Context: an optimization exercise on an open-source flow, tuned for small area, a short achievable clock period and few clock cycles per item. The choices shown serve that exercise and are no tape-out recipe.
Only simulation tests tie the RTL to the original design; equivalence was not proved.

Design qg_screen_lane, start of the top module:
module qg_screen_lane (
    input  wire         clk,
    input  wire         rst,
    input  wire         in_valid,
    output wire         in_ready,
    input  wire [1:0]   in_fmt,         
    input  wire         in_grey3,       
    input  wire         in_two_rowsets,
    input  wire [7:0]   in_p0,          
    input  wire [7:0]   in_ph,          
    input  wire [7:0]   in_pv,          
    input  wire [7:0]   in_phv,         
    input  wire [15:0]  in_gain,        
    input  wire [111:0] in_theta,       
    input  wire [15:0]  in_mask,        
    input  wire [8:0]   in_share,       
    input  wire         in_zone,        
    input  wire [10:0]  in_k,           
    input  wire [10:0]  in_s,           
    input  wire [11:0]  in_dots2_map,   
    output reg          out_valid,
    output reg  [2:0]   out_logical,
    output reg  [2:0]   out_level,
    output reg          out_rowset,
    output reg          out_pick_b,
    output reg          out_clip
);
    assign in_ready = 1'b1;
    function gt16;
        input [15:0] a;
        input [15:0] b;
        integer i, w;
        reg [15:0] g, l;
        begin
            g = a & ~b;
            l = ~a & b;
            for (w = 1; w < 16; w = w * 2)
                for (i = 0; i < 16; i = i + 2 * w) begin
                    g[i] = g[i + w] | (~l[i + w] & g[i]);
                    l[i] = l[i + w] | (~g[i + w] & l[i]);
                end
            gt16 = g[0];
        end
    endfunction
    function gt16r;
        input [15:0] a;
        input [15:0] b;
        integer i;
        reg c;
        begin
            c = 1'b0;
            for (i = 0; i < 16; i = i + 1)
                c = (a[i] & ~b[i]) | (a[i] & c) | (~b[i] & c);
            gt16r = c;
        end
    endfunction
    function [2:0] count7;
        input [6:0] f;
        begin
            case (f)
                7'd0: count7 = 3'd0;
                7'd1: count7 = 3'd1;
                7'd2: count7 = 3'd1;
                7'd3: count7 = 3'd2;
                7'd4: count7 = 3'd1;
                7'd5: count7 = 3'd2;
                7'd6: count7 = 3'd2;
                7'd7: count7 = 3'd3;
                7'd8: count7 = 3'd1;
                7'd9: count7 = 3'd2;
                7'd10: count7 = 3'd2;
                7'd11: count7 = 3'd3;
                7'd12: count7 = 3'd2;
                7'd13: count7 = 3'd3;
  ...
Size: about 220 flip-flops, about 240 I/O pins, ~18000 um2 of cells after synthesis.
Settings: LEC_CHECK=0, CAP_MARGIN=20, CORE_MARGIN=2, CORE_UTILIZATION=60, CTS_BUF_LIST=sky130_fd_sc_hd__clkbuf_8, PLACE_DENSITY=0.75, SLEW_MARGIN=20; clock period 48.0 ns.
standard.sh (not shown) runs the stock make flow with config.mk's settings and CLKGATE_MAP_FILE= SYNTH_SCRIPT=/design/flow/synth_recipe.tcl, a recipe that flattens the netlist after the stock synthesis.
==> flow/flow/run.sh <==
#!/bin/bash
# The standard layout (standard.sh), with these changes:
#  - synthesis (flow/synth.tcl): the standard script, but Yosys's generic
#    ABC pass inside synth is skipped (-noabc), so that the full adders
#    written in the RTL are extracted without inverters around them, and the
#    final ABC mapping uses flow/abc.script;
#  - ports get buf_1 buffers;
#  - repair_timing aims at a slack of SETUP_SLACK_MARGIN below the 48 ns
#    clock, i.e. at the period the design can reach.
# make's output goes to standard.log; ORFS keeps each step's log in orfs/logs.
set -euo pipefail
W=$PWD
bash standard.sh finish SYNTH_SCRIPT=$W/flow/synth.tcl SYNTH_ARGS=-noabc \
  "BUFFER_PORTS_ARGS=-buffer_cell sky130_fd_sc_hd__buf_1" \
  SETUP_SLACK_MARGIN=37.3 > $W/standard.log 2>&1
==> flow/flow/abc.script <==
strash
dc2
dch -f
map -D 4000
buffer
upsize -D 4000
dnsize -D 4000
stime -p
==> flow/flow/synth.tcl <==
# synth_recipe.tcl with ABC's script swapped for flow/abc.script.
proc synth {args} { yosys synth -nofsm -noshare {*}$args }
set ::my_flow_dir [file dirname [file normalize [info script]]]
proc abc {args} {
  set i [lsearch -exact $args -script]
  if {$i >= 0} { set args [lreplace $args $i [expr {$i + 1}] -script $::my_flow_dir/abc.script] }
  set i [lsearch -exact $args -D]
  if {$i >= 0} { set args [lreplace $args $i [expr {$i + 1}]] }
  yosys abc {*}$args
}
source $::env(SCRIPTS_DIR)/synth.tcl
# left out here: clear keep_hierarchy, flatten, clean up, hide names made inside functions, write 1_2_yosys.v
The baseline finished clean.
Testbench counts at the start, summed over its fixed seeds: cycles 40,008, items 40,000.
Then changed:
Settings changed: CORE_UTILIZATION 60 to 50, CTS_BUF_LIST sky130_fd_sc_hd__clkbuf_8 to sky130_fd_sc_hd__clkbuf_16, CTS_CLUSTER_DIAMETER from default to 120, CTS_CLUSTER_SIZE from default to 30, PLACE_DENSITY 0.75 to 0.7, TNS_END_PERCENT from default to 10.
The changed run produced a clean layout.
Critical path depth does not change.
Design area is lower by about 2.7%.
Clock skew is lower by 19 ps.
Clock-buffer cell count is lower by 31.
Worst setup slack gets worse by 18 ps.
Worst hold slack gets better by 8.8 ps.
Routed wire length is lower by 0.91%.
Fmax stays flat.
Then changed:
Settings changed: CAP_MARGIN 20 to 5, CORE_UTILIZATION 50 to 60, PLACE_DENSITY 0.7 to 0.75, SLEW_MARGIN 20 to 5, TNS_END_PERCENT 10 to default.
The new run passed the timing, design-rule and antenna checks.
Maximum frequency stays flat.
Worst setup slack improves by 9.6 ps.
Sequential share of layout area went down by 0.23 points.
Then changed:
==> flow/flow/abc.script (replaced) <==
strash
dch
map -D 4000
buffer
upsize -D 4000
dnsize -D 4000
stime -p
Settings changed: CAP_MARGIN 5 to 20, CTS_BUF_LIST sky130_fd_sc_hd__clkbuf_16 to sky130_fd_sc_hd__clkbuf_8, CTS_CLUSTER_DIAMETER 120 to default, CTS_CLUSTER_SIZE 30 to default, SLEW_MARGIN 5 to 20.
What happened:
- The changed run completed with no timing, DRC or antenna violations
- final cell count is higher by 5.7%
- area after synthesis is higher by 1.2%
- setup slack gets worse by 20 ps
- die area is higher by 1.2%
- first-iteration DRC count is lower by 3.4%
- clock-buffer cell count is higher by 32
- global-route usage is higher by 1.1 points
- fmax barely changes

what the ideal ports hide:
The flow's constraints put no driver on any port. The routed layouts listed below were extracted and timed again, unchanged, in two steps. Step 1 sets driving cells, clkbuf_16 on the clock port and buf_2 on the other inputs (assumed; they add their load-dependent delay and slew). Step 2 also shifts input and output timing later by t, the mid clock arrival at the registers, as if the neighbouring blocks saw the same clock. a / b / c = ideal ports / drivers / drivers and shift; a / b = the first two.
run	t (ns)	setup slack, ns	worst setup path after step 2	clock arrival spread, ns	pins driven straight from the clock port
the first run	0.587	37.386 / 37.335 / 36.943	input to register	0.035 / 0.035	1
the second run	0.559	37.368 / 37.314 / 37.026	input to register	0.019 / 0.019	1
the third run	0.554	37.377 / 37.321 / 37.030	input to register	0.060 / 0.060	1
the fourth run	0.613	37.357 / 37.307 / 36.837	input to register	0.041 / 0.040	1
After both steps every run listed still meets setup and hold. The setup slack of the fourth run, which loses most, moves by -0.050 ns with the drivers and by -0.520 ns with both steps.
